Source: an optimization exercise on an open RTL-to-GDS flow (aim: small area, a short achievable clock period and few clock cycles). Production flows keep margins and buffers that such runs may drop.
At most, simulation tests tie the RTL to the original design; equivalence was not proved.

## main
==> flow/design.v (excerpt) <==
module dsl_cmac (
    input  wire         clk,
    input  wire         rst_n,         
    input  wire         key_load,
    input  wire [127:0] key,
    input  wire         in_valid,
    output wire         in_ready,
    input  wire [31:0]  in_data,
    input  wire         in_last,
    input  wire [1:0]   in_nbytes,     
    output reg          tag_valid,
    output wire [127:0] tag
);
clock: 10.0 ns
lec_check: 0
cap_margin: 20
core_margin: 2
core_utilization: 40
cts_buf_list: sky130_fd_sc_hd__clkbuf_8 sky130_fd_sc_hd__clkbuf_16
cts_cluster_diameter: 100
cts_cluster_size: 20
place_density: 0.55
setup_slack_margin: 4.2
slew_margin: 20
synth_hierarchical: 1
synth_minimum_keep_size: 0
standard.sh (not shown) runs the stock make flow with config.mk's settings and CLKGATE_MAP_FILE= SYNTH_SCRIPT=/design/flow/synth_recipe.tcl, a recipe that flattens the netlist after the stock synthesis.
==> flow/flow/run.sh <==
#!/bin/bash
set -eu -o pipefail
bash standard.sh synth > synth.log 2>&1
bash standard.sh "BUFFER_PORTS_ARGS=-buffer_cell sky130_fd_sc_hd__buf_1" finish > layout.log 2>&1
The inputs of the feature branch differ from those of main as listed below.
--- a/flow/design.v
+++ b/flow/design.v
@@ -150,15 +150,14 @@
 endmodule
 module cm_mux2i (input wire a, input wire b, input wire s, output wire y);
     assign y = ~(s ? b : a);
 endmodule
 module aes_round (
     input  wire [127:0] state_in,
-    input  wire [127:0] round_key,
     output wire [127:0] shifted,      
-    output wire [127:0] mixed_n       
+    output wire [127:0] mixed         
 );
     wire [127:0] sub;
     genvar i, j, b;
     generate
         for (i = 0; i < 16; i = i + 1) begin : g_sub
             aes_sbox u_sbox (.x(state_in[127 - 8*i -: 8]), .y(sub[127 - 8*i -: 8]));
@@ -168,13 +167,12 @@
         end
         for (i = 0; i < 4; i = i + 1) begin : g_mix
             wire [7:0] a [0:3];
             wire [7:0] p [0:3];
             wire [7:0] x [0:3];
             wire [7:0] q [0:3];
-            wire [7:0] k [0:3];
             for (j = 0; j < 4; j = j + 1) begin : g_byte
                 assign a[j] = shifted[127 - 32*i - 8*j -: 8];
             end
             for (j = 0; j < 4; j = j + 1) begin : g_col
                 for (b = 0; b < 8; b = b + 1) begin : g_bit
                     cm_xor2 u_p (.a(a[j][b]), .b(a[(j + 1) % 4][b]), .y(p[j][b]));
@@ -187,15 +185,14 @@
                 assign x[j][2] = p[j][1];
                 cm_xor2 u_x1 (.a(p[j][0]), .b(p[j][7]), .y(x[j][1]));
                 assign x[j][0] = p[j][7];
             end
             for (j = 0; j < 4; j = j + 1) begin : g_out
                 for (b = 0; b < 8; b = b + 1) begin : g_bit
-                    cm_xor2  u_k (.a(a[(j + 1) % 4][b]), .b(round_key[127 - 32*i - 8*j - (7 - b)]), .y(k[j][b]));
-                    cm_xor2  u_q (.a(k[j][b]), .b(p[(j + 2) % 4][b]), .y(q[j][b]));
-                    cm_xnor2 u_o (.a(q[j][b]), .b(x[j][b]), .y(mixed_n[127 - 32*i - 8*j - (7 - b)]));
+                    cm_xor2 u_q (.a(a[(j + 1) % 4][b]), .b(p[(j + 2) % 4][b]), .y(q[j][b]));
+                    cm_xor2 u_o (.a(q[j][b]), .b(x[j][b]), .y(mixed[127 - 32*i - 8*j - (7 - b)]));
                 end
             end
         end
     endgenerate
 endmodule
 module aes_key_step (
@@ -209,25 +206,16 @@
     wire [31:0] w3 = key_in[31:0];
     wire [31:0] sw;
     aes_sbox u_s0 (.x(w3[23:16]), .y(sw[31:24]));
     aes_sbox u_s1 (.x(w3[15:8]),  .y(sw[23:16]));
     aes_sbox u_s2 (.x(w3[7:0]),   .y(sw[15:8]));
     aes_sbox u_s3 (.x(w3[31:24]), .y(sw[7:0]));
-    wire [31:0] w0r = w0 ^ {rcon, 24'd0};
-    wire [31:0] c12, c123, n0, n1, n2, n3;
-    genvar i;
-    generate
-        for (i = 0; i < 32; i = i + 1) begin : g_x
-            cm_xor2 u_c12  (.a(w1[i]),   .b(w2[i]), .y(c12[i]));
-            cm_xor2 u_c123 (.a(c12[i]),  .b(w3[i]), .y(c123[i]));
-            cm_xor2 u_n0   (.a(w0r[i]),  .b(sw[i]), .y(n0[i]));
-            cm_xor2 u_n1   (.a(n0[i]),   .b(w1[i]), .y(n1[i]));
-            cm_xor2 u_n2   (.a(n0[i]),   .b(c12[i]), .y(n2[i]));
-            cm_xor2 u_n3   (.a(n0[i]),   .b(c123[i]), .y(n3[i]));
-        end
-    endgenerate
+    wire [31:0] n0 = w0 ^ sw ^ {rcon, 24'd0};
+    wire [31:0] n1 = w1 ^ n0;
+    wire [31:0] n2 = w2 ^ n1;
+    wire [31:0] n3 = w3 ^ n2;
     assign key_out = {n0, n1, n2, n3};
 endmodule
 module dsl_cmac (
     input  wire         clk,
     input  wire         rst_n,         
     input  wire         key_load,
@@ -298,22 +286,22 @@
     wire [31:0] kword3 = kz ? 32'd0 : key_r[31:0];
     wire [31:0]  w3     = (bvirt ? wpadw : wport) ^ kword3;
     wire         last3  = bvirt ? blast : in_last;
     wire         whole3 = !bvirt && (in_nbytes == 2'd3);   
     wire [127:0] k2     = {k1[126:0], 1'b0} ^ (k1[127] ? 128'h87 : 128'h0);
     wire [127:0] bufop  = {buf_w, w3} ^ (last3 ? (whole3 ? k1 : k2) : 128'h0);
-    wire [127:0] shifted, mixed_n;
-    aes_round u_rd (.state_in(aes_st), .round_key(rk), .shifted(shifted), .mixed_n(mixed_n));
+    wire [127:0] shifted, mixed;
+    aes_round u_rd (.state_in(aes_st), .shifted(shifted), .mixed(mixed));
     wire [127:0] opb = (c_rk ? rk : 128'h0) ^ (load ? bufop : 128'h0);
     wire [127:0] oth = (c_shift ? shifted : 128'h0) | (c_hold ? aes_st : 128'h0);
-    wire [127:0] oth_n, st_next;
+    wire [127:0] opa_n, st_next;
     genvar gi;
     generate
         for (gi = 0; gi < 128; gi = gi + 1) begin : g_st
-            cm_xnor2 u_x (.a(oth[gi]), .b(opb[gi]), .y(oth_n[gi]));
-            cm_mux2i u_a (.a(oth_n[gi]), .b(mixed_n[gi]), .s(c_mix), .y(st_next[gi]));
+            cm_mux2i u_a (.a(oth[gi]), .b(mixed[gi]), .s(c_mix), .y(opa_n[gi]));
+            cm_xnor2 u_x (.a(opa_n[gi]), .b(opb[gi]), .y(st_next[gi]));
         end
     endgenerate
     wire [127:0] rk_next;
     wire [127:0] ks_in = (c_ks_key ? key_r : 128'h0) | (c_ks_rk ? rk : 128'h0);
     aes_key_step u_ks (.key_in(ks_in), .rcon(rcon), .key_out(rk_next));
     wire [127:0] l_dbl = {aes_st[126:0], 1'b0} ^ (aes_st[127] ? 128'h87 : 128'h0);
[summary]
- In summary, the feature branch completed successfully, with a layout that passed the timing, design-rule and antenna checks.
- Summary of the feature branch over main: post-layout worst setup margin lower, tap cell count moved down, placed cell count decreased by 180 relative to the old numbers.
- On global-route wire length before repair: between main and the feature branch, it ends up higher for main.
- In the flow results for main and the feature branch, the die area is smaller on the feature branch.
- [compare] base=main new=the feature branch: number of antenna diodes went down, fraction of final layout cells sized beyond drive strength 1 went up.
Testbench counts of the feature branch, summed over its fixed seeds: cycles 77,494.
The RTL of main was laid out without a check of its function.

* * *

Setup of v6:
dsl_cmac, a different RTL version from the one above (not shown whole).
Size in the first run: about 6,100 cells after synthesis, roughly 300 I/O pins.
==> module dsl_cmac, before the edit <==
module dsl_cmac (
    input  wire         clk,
    input  wire         rst_n,         
    input  wire         key_load,
    input  wire [127:0] key,
    input  wire         in_valid,
    output wire         in_ready,
    input  wire [31:0]  in_data,
    input  wire         in_last,
    input  wire [1:0]   in_nbytes,     
    output reg          tag_valid,
    output wire [127:0] tag
);
    reg  [127:0] key_r;         
    reg  [127:0] k1;            
    reg  [127:0] aes_st;        
    reg  [127:0] rk;            
    reg  [3:0]   rnd;           
    reg          kinit;         
    reg          kmode;         
    reg          waitx;         
    reg          cur_last;      
    reg  [127:0] buf_w;
    reg  [1:0]   bcnt;          
    reg          bfull;         
    reg          bpad;          
    reg          bpad80;        
    reg          blast;         
    reg          bwhole;        
    reg          c_mix;         
    reg          c_shift;       
    reg          c_hold;        
    reg          c_rk;          
    reg          c_k0;          
    reg          c_buf;         
    reg          c_start;       
    reg          c_kfin;        
    reg          c_kl;          
    reg  [7:0]   rcon;          
    assign in_ready = !bfull && !bpad;
    assign tag      = aes_st;
    wire take = in_valid && in_ready;
    wire [127:0] shifted, mixed;
    aes_round u_rd (.state_in(aes_st), .shifted(shifted), .mixed(mixed));
    wire [127:0] k2 = {k1[126:0], 1'b0} ^ (k1[127] ? 128'h87 : 128'h0);
    wire [127:0] bufop = buf_w ^ (blast ? (bwhole ? k1 : k2) : 128'h0);
    wire [127:0] opb = (c_rk ? rk : 128'h0) ^ (c_k0 ? key_r : 128'h0) ^
                       (c_buf ? bufop : 128'h0);
    wire [127:0] opa = (c_mix ? mixed : 128'h0) | (c_shift ? shifted : 128'h0) |
                       (c_hold ? aes_st : 128'h0);
    wire [127:0] st_next = opa ^ opb;
    wire [127:0] rk_next;
    aes_key_step u_ks (.key_in(c_start ? key_r : rk), .rcon(rcon), .key_out(rk_next));
    wire [127:0] l_dbl = {aes_st[126:0], 1'b0} ^ (aes_st[127] ? 128'h87 : 128'h0);
    wire fin     = c_shift;     
    wire running = c_rk;        
    wire load    = c_buf;       
    wire start   = c_start;     
    reg  [3:0] n_rnd;
    reg        n_kinit, n_kmode, n_waitx, n_cur_last;
    reg  [1:0] n_bcnt;
    reg        n_bfull, n_bpad, n_bpad80, n_blast, n_bwhole;
    always @* begin
        n_kinit = key_load;
        n_kmode = kinit ? 1'b1 : (fin ? 1'b0 : kmode);
        n_rnd   = start ? 4'd1 : ((fin || !running) ? 4'd0 : rnd + 4'd1);
        n_cur_last = load ? blast : cur_last;
        n_waitx = (fin && !cur_last && !kmode && !bfull) ? 1'b1 : (load ? 1'b0 : waitx);
        n_bcnt   = bcnt;
        n_bfull  = bfull;
        n_bpad   = bpad;
        n_bpad80 = bpad80;
        n_blast  = blast;
        n_bwhole = bwhole;
        if (load) begin
            n_bfull = 1'b0;
            n_blast = 1'b0;
        end else if (take || bpad) begin
            n_bcnt = bcnt + 2'd1;
            if (bcnt == 2'd3) begin
                n_bfull = 1'b1;
                n_bpad  = 1'b0;
            end else if (take && in_last) begin
                n_bpad = 1'b1;
            end
            n_bpad80 = take && in_last && (in_nbytes == 2'd3);
            if (take && in_last) begin
                n_blast  = 1'b1;
                n_bwhole = (bcnt == 2'd3) && (in_nbytes == 2'd3);
            end
        end
        if (!rst_n) begin
            n_rnd = 4'd0;  n_kinit = 1'b1;  n_kmode = 1'b0;  n_waitx = 1'b0;
            n_cur_last = 1'b0;
            n_bcnt = 2'd0; n_bfull = 1'b0;  n_bpad = 1'b0;   n_bpad80 = 1'b0;
            n_blast = 1'b0; n_bwhole = 1'b0;
        end
    end
    wire n_fin     = (n_rnd == 4'd10) && !n_kinit;
    wire n_running = (n_rnd != 4'd0) && !n_kinit;
    wire n_ld_idle = !n_running && !n_kinit && n_bfull && !c_kfin;
    wire n_ld_fin  = n_fin && !n_cur_last && !n_kmode && n_bfull;
    wire n_load    = n_ld_idle || n_ld_fin;
    wire n_start   = n_load || n_kinit;
    reg  [7:0] n_rcon;
    always @* begin
        case (n_start ? 4'd1 : n_rnd + 4'd1)
            4'd1:  n_rcon = 8'h01;
            4'd2:  n_rcon = 8'h02;
            4'd3:  n_rcon = 8'h04;
            4'd4:  n_rcon = 8'h08;
            4'd5:  n_rcon = 8'h10;
            4'd6:  n_rcon = 8'h20;
            4'd7:  n_rcon = 8'h40;
            4'd8:  n_rcon = 8'h80;
            4'd9:  n_rcon = 8'h1b;
            4'd10: n_rcon = 8'h36;
            default: n_rcon = 8'h00;
        endcase
    end
    reg [31:0] wpad;            
    always @* begin
        wpad = in_data;
        if (bpad)
            wpad = {bpad80, 31'd0};
        else if (in_last) begin
            case (in_nbytes)
                2'd0: wpad = {in_data[31:24], 8'h80, 16'h0};
                2'd1: wpad = {in_data[31:16], 8'h80, 8'h0};
                2'd2: wpad = {in_data[31:8],  8'h80};
                default: wpad = in_data;
            endcase
        end
    end
    always @(posedge clk) begin
        if (take || bpad)
            buf_w <= {buf_w[95:0], wpad};
        aes_st <= st_next;
        rk     <= rk_next;
        if (c_kl)
            k1 <= l_dbl;
    end
    always @(posedge clk) begin
        rnd      <= n_rnd;
        kinit    <= n_kinit;
        kmode    <= n_kmode;
        waitx    <= n_waitx;
        cur_last <= n_cur_last;
        bcnt     <= n_bcnt;
        bfull    <= n_bfull;
        bpad     <= n_bpad;
        bpad80   <= n_bpad80;
        blast    <= n_blast;
        bwhole   <= n_bwhole;
        c_mix    <= n_running && !n_fin;
        c_shift  <= n_fin;
        c_hold   <= n_waitx && !n_kinit && !n_running;
        c_rk     <= n_running;
        c_k0     <= n_kinit || n_load;
        c_buf    <= n_load;
        c_start  <= n_start;
        c_kfin   <= n_fin && n_kmode;
        c_kl     <= c_kfin && rst_n;
        rcon     <= n_rcon;
        if (!rst_n) begin
            key_r     <= 128'd0;
            tag_valid <= 1'b0;
        end else begin
            tag_valid <= fin && cur_last && !kmode;
            if (key_load)
                key_r <= key;
        end
    end
endmodule
clock: 10.0 ns
lec_check: 0
cap_margin: 40
core_margin: 2
core_utilization: 50
place_density: 0.6
setup_slack_margin: 3
slew_margin: 30
synth_hierarchical: 1
synth_minimum_keep_size: 0
run.sh (not shown) runs the stock make flow with config.mk's settings and CLKGATE_MAP_FILE= SYNTH_SCRIPT=/design/flow/synth_recipe.tcl, a recipe that flattens the netlist after the stock synthesis.
Stock flow here: none of the scripts above is used.
What v7 does differently from v6 at the input level:
--- a/flow/design.v
+++ b/flow/design.v
@@ -220,6 +220,7 @@
     output wire [127:0] tag
 );
     reg  [127:0] key_r;         
+    reg          kz;            
     reg  [127:0] k1;            
     reg  [127:0] aes_st;        
     reg  [127:0] rk;            
@@ -241,7 +242,8 @@
     reg          c_rk;          
     reg          c_k0;          
     reg          c_buf;         
-    reg          c_start;       
+    reg          c_ks_key;      
+    reg          c_ks_rk;       
     reg          c_kfin;        
     reg          c_kl;          
     reg  [7:0]   rcon;          
@@ -258,20 +260,21 @@
                        (c_hold ? aes_st : 128'h0);
     wire [127:0] st_next = opa ^ opb;
     wire [127:0] rk_next;
-    aes_key_step u_ks (.key_in(c_start ? key_r : rk), .rcon(rcon), .key_out(rk_next));
+    wire [127:0] ks_in = (c_ks_key ? key_r : 128'h0) | (c_ks_rk ? rk : 128'h0);
+    aes_key_step u_ks (.key_in(ks_in), .rcon(rcon), .key_out(rk_next));
     wire [127:0] l_dbl = {aes_st[126:0], 1'b0} ^ (aes_st[127] ? 128'h87 : 128'h0);
     wire fin     = c_shift;     
     wire running = c_rk;        
     wire load    = c_buf;       
-    wire start   = c_start;     
     reg  [3:0] n_rnd;
-    reg        n_kinit, n_kmode, n_waitx, n_cur_last;
+    reg        n_kinit, n_kz, n_kmode, n_waitx, n_cur_last;
     reg  [1:0] n_bcnt;
     reg        n_bfull, n_bpad, n_bpad80, n_blast, n_bwhole;
     always @* begin
         n_kinit = key_load;
+        n_kz    = key_load ? 1'b0 : kz;
         n_kmode = kinit ? 1'b1 : (fin ? 1'b0 : kmode);
-        n_rnd   = start ? 4'd1 : ((fin || !running) ? 4'd0 : rnd + 4'd1);
+        n_rnd   = !c_ks_rk ? 4'd1 : ((fin || !running) ? 4'd0 : rnd + 4'd1);
         n_cur_last = load ? blast : cur_last;
         n_waitx = (fin && !cur_last && !kmode && !bfull) ? 1'b1 : (load ? 1'b0 : waitx);
         n_bcnt   = bcnt;
@@ -298,7 +301,7 @@
             end
         end
         if (!rst_n) begin
-            n_rnd = 4'd0;  n_kinit = 1'b1;  n_kmode = 1'b0;  n_waitx = 1'b0;
+            n_rnd = 4'd0;  n_kinit = 1'b1;  n_kz = 1'b1;  n_kmode = 1'b0;  n_waitx = 1'b0;
             n_cur_last = 1'b0;
             n_bcnt = 2'd0; n_bfull = 1'b0;  n_bpad = 1'b0;   n_bpad80 = 1'b0;
             n_blast = 1'b0; n_bwhole = 1'b0;
@@ -351,6 +354,7 @@
     always @(posedge clk) begin
         rnd      <= n_rnd;
         kinit    <= n_kinit;
+        kz       <= n_kz;
         kmode    <= n_kmode;
         waitx    <= n_waitx;
         cur_last <= n_cur_last;
@@ -364,19 +368,18 @@
         c_shift  <= n_fin;
         c_hold   <= n_waitx && !n_kinit && !n_running;
         c_rk     <= n_running;
-        c_k0     <= n_kinit || n_load;
+        c_k0     <= (n_kinit || n_load) && !n_kz;
         c_buf    <= n_load;
-        c_start  <= n_start;
+        c_ks_key <= n_start && !n_kz;
+        c_ks_rk  <= !n_start;
         c_kfin   <= n_fin && n_kmode;
         c_kl     <= c_kfin && rst_n;
         rcon     <= n_rcon;
-        if (!rst_n) begin
-            key_r     <= 128'd0;
+        if (key_load)
+            key_r <= key;
+        if (!rst_n)
             tag_valid <= 1'b0;
-        end else begin
+        else
             tag_valid <= fin && cur_last && !kmode;
-            if (key_load)
-                key_r <= key;
-        end
     end
 endmodule
## What came out
v7 was carried through to the last stage, and its layout satisfied the timing, design-rule and antenna checks. Comparing v7 and v6, the higher global-route usage was measured on v7. Diff v7..v6 | initial core utilization | negligible. Compare v7 and v6 | post-synthesis instance total higher: v6. v7 vs. v6: clock period minus final worst setup slack up 14 ps; amount of wire on met3 after detailed routing increased about 12%.
No functional check of the RTL was part of any run of this note.

what the ideal ports hide:
Ports are ideal in the flow. The routed layouts listed here were re-timed in OpenROAD.
Step 1: set_driving_cell puts a clkbuf_16 on clk and a buf_2 on each other input, an assumption about the parent block.
Step 2 adds t to the input delays and takes it off the output delays; t is the mean of the earliest and latest rising clock arrival at the registers after step 1. Input paths then give back, and output paths get back, about the clock's delay inside the block.
Slacks: ideal / step 1 / step 2; pairs: ideal / step 1.
run	shift t [ns]	setup slack, ns	slew at the worst register clock pin (ns)	worst slew at a driven data input, ns
main	0.745	4.353 / 4.353 / 4.353	0.10 / 0.10	0.06
the feature branch	0.722	4.333 / 4.333 / 4.286	0.10 / 0.10	0.05
v6	0.718	3.184 / 3.184 / 3.184	0.07 / 0.07	0.05
v7	0.726	3.170 / 3.170 / 3.170	0.07 / 0.07	0.04
After both steps every run listed still meets setup and hold. The setup slack of the feature branch, which loses most, moves by 0.000 ns with the drivers and by -0.047 ns with both steps.
